From an optimization exercise on the open Yosys and OpenROAD flow, aimed at small area, a short achievable clock period and few clock cycles per item; shortcuts taken in it are not production practice. Only simulation tests tie the RTL to the original design; equivalence was not proved.

**flow/config.mk**
```make
export PLATFORM = sky130hd
export DESIGN_NAME = pv_sha256
export DESIGN_NICKNAME = pv_sha256
export VERILOG_FILES = /design/flow/design.v
export SDC_FILE = /design/flow/constraint.sdc
export NUM_CORES = 4
export LEC_CHECK = 0
export CAP_MARGIN = 30
export CORE_MARGIN = 2
export CORE_UTILIZATION = 40
export SLEW_MARGIN = 40
```
**flow/constraint.sdc**
```tcl
create_clock -name core_clock -period 8.5 [get_ports {clk}]
set_input_delay 1.7000 -clock core_clock [delete_from_list [all_inputs] [get_ports {clk}]]
set_output_delay 1.7000 -clock core_clock [all_outputs]
set_load 0.01 [all_outputs]
```
**flow/design.v**
```verilog
module pv_sha256 (
    input  wire         clk,
    input  wire         rst,
    input  wire         in_valid,
    output wire         in_ready,
    input  wire         in_first,
    input  wire [511:0] in_block,
    output reg          out_valid,
    output wire [255:0] out_digest
);
    localparam [1:0] S_IDLE  = 2'd0;
    localparam [1:0] S_ROUND = 2'd1;
    localparam [1:0] S_FINAL = 2'd2;
    localparam [255:0] IV = {
        32'h6a09e667, 32'hbb67ae85, 32'h3c6ef372, 32'ha54ff53a,
        32'h510e527f, 32'h9b05688c, 32'h1f83d9ab, 32'h5be0cd19
    };
    reg [1:0]   state;
    reg [5:0]   round;
    reg [511:0] sched;
    reg [31:0]  a, b, c, d, e, f, g, h;
    reg [255:0] hv;
    function [31:0] rotr;
        input [31:0] x;
        input [4:0]  n;
        begin
            rotr = (x >> n) | (x << (6'd32 - {1'b0, n}));
        end
    endfunction
    reg [31:0] k_t;
    always @(*) begin
        case (round)
            6'd0:  k_t = 32'h428a2f98;  6'd1:  k_t = 32'h71374491;
            6'd2:  k_t = 32'hb5c0fbcf;  6'd3:  k_t = 32'he9b5dba5;
            6'd4:  k_t = 32'h3956c25b;  6'd5:  k_t = 32'h59f111f1;
            6'd6:  k_t = 32'h923f82a4;  6'd7:  k_t = 32'hab1c5ed5;
            6'd8:  k_t = 32'hd807aa98;  6'd9:  k_t = 32'h12835b01;
            6'd10: k_t = 32'h243185be;  6'd11: k_t = 32'h550c7dc3;
            6'd12: k_t = 32'h72be5d74;  6'd13: k_t = 32'h80deb1fe;
            6'd14: k_t = 32'h9bdc06a7;  6'd15: k_t = 32'hc19bf174;
            6'd16: k_t = 32'he49b69c1;  6'd17: k_t = 32'hefbe4786;
            6'd18: k_t = 32'h0fc19dc6;  6'd19: k_t = 32'h240ca1cc;
            6'd20: k_t = 32'h2de92c6f;  6'd21: k_t = 32'h4a7484aa;
            6'd22: k_t = 32'h5cb0a9dc;  6'd23: k_t = 32'h76f988da;
            6'd24: k_t = 32'h983e5152;  6'd25: k_t = 32'ha831c66d;
            6'd26: k_t = 32'hb00327c8;  6'd27: k_t = 32'hbf597fc7;
            6'd28: k_t = 32'hc6e00bf3;  6'd29: k_t = 32'hd5a79147;
            6'd30: k_t = 32'h06ca6351;  6'd31: k_t = 32'h14292967;
            6'd32: k_t = 32'h27b70a85;  6'd33: k_t = 32'h2e1b2138;
            6'd34: k_t = 32'h4d2c6dfc;  6'd35: k_t = 32'h53380d13;
            6'd36: k_t = 32'h650a7354;  6'd37: k_t = 32'h766a0abb;
            6'd38: k_t = 32'h81c2c92e;  6'd39: k_t = 32'h92722c85;
            6'd40: k_t = 32'ha2bfe8a1;  6'd41: k_t = 32'ha81a664b;
            6'd42: k_t = 32'hc24b8b70;  6'd43: k_t = 32'hc76c51a3;
            6'd44: k_t = 32'hd192e819;  6'd45: k_t = 32'hd6990624;
            6'd46: k_t = 32'hf40e3585;  6'd47: k_t = 32'h106aa070;
            6'd48: k_t = 32'h19a4c116;  6'd49: k_t = 32'h1e376c08;
            6'd50: k_t = 32'h2748774c;  6'd51: k_t = 32'h34b0bcb5;
            6'd52: k_t = 32'h391c0cb3;  6'd53: k_t = 32'h4ed8aa4a;
            6'd54: k_t = 32'h5b9cca4f;  6'd55: k_t = 32'h682e6ff3;
            6'd56: k_t = 32'h748f82ee;  6'd57: k_t = 32'h78a5636f;
            6'd58: k_t = 32'h84c87814;  6'd59: k_t = 32'h8cc70208;
            6'd60: k_t = 32'h90befffa;  6'd61: k_t = 32'ha4506ceb;
            6'd62: k_t = 32'hbef9a3f7;  default: k_t = 32'hc67178f2;
        endcase
    end
    wire [31:0] w_t    = sched[511:480];
    wire [31:0] bsig1  = rotr(e, 5'd6) ^ rotr(e, 5'd11) ^ rotr(e, 5'd25);
    wire [31:0] ch     = (e & f) ^ (~e & g);
    wire [31:0] t1     = h + bsig1 + ch + k_t + w_t;
    wire [31:0] bsig0  = rotr(a, 5'd2) ^ rotr(a, 5'd13) ^ rotr(a, 5'd22);
    wire [31:0] maj    = (a & b) ^ (a & c) ^ (b & c);
    wire [31:0] t2     = bsig0 + maj;
    wire [31:0] w_1    = sched[479:448];
    wire [31:0] w_9    = sched[223:192];
    wire [31:0] w_14   = sched[63:32];
    wire [31:0] ssig0  = rotr(w_1, 5'd7) ^ rotr(w_1, 5'd18) ^ (w_1 >> 3);
    wire [31:0] ssig1  = rotr(w_14, 5'd17) ^ rotr(w_14, 5'd19) ^ (w_14 >> 10);
    wire [31:0] w_new  = ssig1 + w_9 + ssig0 + w_t;
    wire [255:0] chain = in_first ? IV : hv;
    assign in_ready   = (state == S_IDLE);
    assign out_digest = hv;
    always @(posedge clk) begin
        if (rst) begin
            state     <= S_IDLE;
            round     <= 6'd0;
            out_valid <= 1'b0;
        end else begin
            out_valid <= 1'b0;
            case (state)
                S_IDLE: begin
                    if (in_valid) begin
                        sched <= in_block;
                        hv    <= chain;
                        {a, b, c, d, e, f, g, h} <= chain;
                        round <= 6'd0;
                        state <= S_ROUND;
                    end
                end
                S_ROUND: begin
                    h <= g;
                    g <= f;
                    f <= e;
                    e <= d + t1;
                    d <= c;
                    c <= b;
                    b <= a;
                    a <= t1 + t2;
                    sched <= {sched[479:0], w_new};
                    round <= round + 6'd1;
                    if (round == 6'd63)
                        state <= S_FINAL;
                end
                default: begin
                    hv <= {hv[255:224] + a, hv[223:192] + b,
                           hv[191:160] + c, hv[159:128] + d,
                           hv[127:96]  + e, hv[95:64]   + f,
                           hv[63:32]   + g, hv[31:0]    + h};
                    out_valid <= 1'b1;
                    state     <= S_IDLE;
                end
            endcase
        end
    end
endmodule
```
**flow/run.sh**
```bash
#!/bin/bash
# synth_recipe.tcl (not shown) runs the flow's synth.tcl, then flattens the netlist and writes it again
# the make line also repeats each setting of config.mk as NAME=value (left out here)
make -C /OpenROAD-flow-scripts/flow DESIGN_CONFIG=/design/flow/config.mk WORK_HOME=/design/flow/orfs CLKGATE_MAP_FILE= SYNTH_SCRIPT=/design/flow/synth_recipe.tcl finish
```
==> run summary <==
RePlAce Congestion = 0.973
number of DRC markers in iteration 0 = 7929
antenna-violating nets left = 0
Die Ht = 431 um
max-cap violations = 0
YS warnings = 1
clock latency (worst-skew pair) = 0.80 ns
Hold WS = 0.501 ns
clk_skew = 0.0408 ns
Max transition margin = 0.350
CP Class = flop to flop
EDFF count, synth = 1024
largest net degree at the start of global routing = 186
CP Launch Type = flop
dpl hpwl = 232000 um
Yosys cell types = 85
full die area = 0.186 mm2
H-tree levels = 4
# fillers = 17.2k
predominant post-synthesis flop cell = edfxtp_1
# setup viols final = 0
placed insts = 10.8k
Syn Nets = 9067
CTS Root Cell = clkbuf_16
most frequent CP cell = a21oi_1
max-slew violations = 0
unrepaired setup endpoints after global routing = false
Slowest-stage cell, CP = fa_1
clock-pin slew on the worst setup and hold paths = 0.07 ns
fin crit share = 0.895
CTS tree = built
DR DRC count = 0
status = finished clean
WL/cell = 27.3 um
All-Layer GR Usage = 0.317
post-CTS resize count = 0
mapped cell area = 0.0728 mm2
Hold Vio Cnt, Final = 0
first-pass GRT wire length = 427000 um
Worst EP required = 9.02 ns
DRT Wirelength = 301000 um
Initial Util = 0.403
Slew @ Worst Pin = 0.975 ns
fin cells = 11.0k
Mapped Cells = 7967
DR pass1 iterations = 8
fin nets = 9646
Ports = 774
crit-path max cell delay = 0.57 ns
average cell area after synthesis = 9.14 um2
min Tclk post-route = 7.60 ns
port bufs = 773
HP Class = flop to flop
post-synth top area share = 0.422
layout cells sized above 1 = 0.0358
CTS Sinks = 1065
worst-case clock buffer depth = 3
Post-CTS Setup Inserts = 0
initial antenna violation count = 32
core area = 0.181 mm2
CTS Hold Bufs = 0
vias per std cell = 5.72
Layout area overhead = 19.5%
Yosys top cell by area = edfxtp_1
post-synthesis register bit count = 1065
CP Capture Type = flop
Die Wd = 431 um
post-synthesis sequential area ratio = 0.433
Max Fclk = 132 MHz
# rows = 156
Synth area leaders = edfxtp_1, nand2_1, ha_1, fa_1, xnor2_1
GR Overflow Total = 0
Synth async-reset ratio = 0
Vias = 63.2k
vias in the first global route = 60.3k
CP Max Fanout = 6
CTS buffer count = 133
worst endpoint data arrival time = 8.12 ns
[synth_stat cells (131+ instances only)]
library cell and number:
ha_1 389, clkbuf_1 368, nor3_1 131, inv_1 511, o21ai_0 420, xor2_1 202, edfxtp_1 1024, fa_1 195
xnor2_1 341, a21oi_1 589, nand2_1 1864, nor2_1 501, a21o_1 237
[cells by family (layout without fill, tap and decap cells)]
logic type | after synthesis | in the layout | synth area share
other cells | 0 | 23 | 0
buf+inv | 920 | 1603 | 0.0474
simple gates | 2905 | 2905 | 0.165
compound gates | 1883 | 1883 | 0.158
mux | 64 | 64 | 0.00952
flops | 1065 | 1065 | 0.433
fa+ha+maj | 587 | 587 | 0.121
xor+xnor | 543 | 543 | 0.0653
[area by class of cell]
class / instances / area [um2] / share of cell area
multi-input cells: 5982 / 37900 / 0.435
diodes: 23 / 57.6 / 0.000661
inverters: 516 / 1950 / 0.0224
clock buffers: 171 / 3540 / 0.0407
flip-flops and latches: 1065 / 31600 / 0.363
repair buffers: 848 / 8560 / 0.0983
clock inverters: 68 / 524 / 0.00602
well taps: 2370 / 2970 / 0.0341
[worst max-delay path: cells and delay by family, from the launching register on]
| family | cells | cell delay [ns] |
|---|---|---|
| AO/OA/AOI/OAI | 18 | 3.69 |
| XOR/XNOR | 4 | 0.75 |
| buffers and inverters | 3 | 0.15 |
| flip-flops | 1 | 0.53 |
| adder cells (fa/ha/maj) | 5 | 2.21 |
[layer usage]
metal / up-vias / track usage / part of all wire
met4: 8 / 0.135 / 0.045
met2: 2938 / 0.492 / 0.45
met3: 482 / 0.0516 / 0.079
met5: - / 0 / 0.00015
li1: 28900 / - / -
met1: 30900 / 0.437 / 0.42
[flip-flops by register name, summed over array words and instances, names as in the netlist, 6 cells and up]
register and cells:
c 32, a 32, hv 256, g 32, d 32, h 32, round 6, b 32
f 32, k_t 32, e 32, sched 512
[path summary, 6_finish.rpt]
kind,startpoint,slack [ns],depth (start not counted),endpoint
hold / removal,sched[21]$_DFFE_PP_,0.50,2,sched[53]$_DFFE_PP_
setup / recovery,e[27]$_DFFE_PP_,0.90,30,a[31]$_DFFE_PP_
setup reg to reg,e[27]$_DFFE_PP_,0.90,30,a[31]$_DFFE_PP_
hold reg to reg,sched[21]$_DFFE_PP_,0.50,2,sched[53]$_DFFE_PP_
[per-stage QoR]
| stage | worst slack [ns] | util | area (um2) | TNS (ns) |
|---|---|---|---|---|
| 2_1_floorplan | -5.11 | - | 72900 | -3929.45 |
| 3_3_place_gp | 1.03 | 0.458 | 82700 | 0 |
| 3_5_place_dp | 1.01 | 0.458 | 82900 | 0 |
| 4_1_cts | 0.975 | 0.481 | 86900 | 0 |
| 5_1_grt | 0.408 | 0.482 | 87100 | 0 |
| 6_report | 0.896 | 0.482 | 87100 | 0 |
[cells in the final DEF, fill, tap and decap left out, drive strengths merged, types with 76 or more instances in the layout]
cell type      instances
o21ai                541
edfxtp              1024
inv                  519
nor2                 501
xor2                 202
clkbuf               171
fa                   195
a21oi                590
buf                   76
nand2               1864
nand3                105
a21o                 237
clkdlybuf4s50        772
xnor2                341
ha                   389
nor3                 131
Testbench counts, summed over its fixed seeds: cycles 25,352, blocks 384.

[port drivers added, routing unchanged]
Ports are ideal in the flow. The routed layout listed here was re-timed in OpenROAD. Step 1: set_driving_cell puts a clkbuf_16 on clk and a buf_2 on each other input, an assumption about the parent block. Step 2 moves the port delays by t, midway between the first and last clock arrival at a register: inputs arrive t later, outputs are due t later. That takes back most of the time a late clock gives input paths. Slacks: no drivers / after step 1 / after step 2; pairs: no drivers / after step 1.
t (ns): 0.875
setup slack, ns: 0.896 / 0.896 / 0.896
clock arrival spread, ns: 0.046 / 0.046
cell pins on the clock port's net: 1
After both steps setup and hold are still met in this run. The setup slack of this run moves by 0.000 ns with the drivers and by 0.000 ns with both steps.
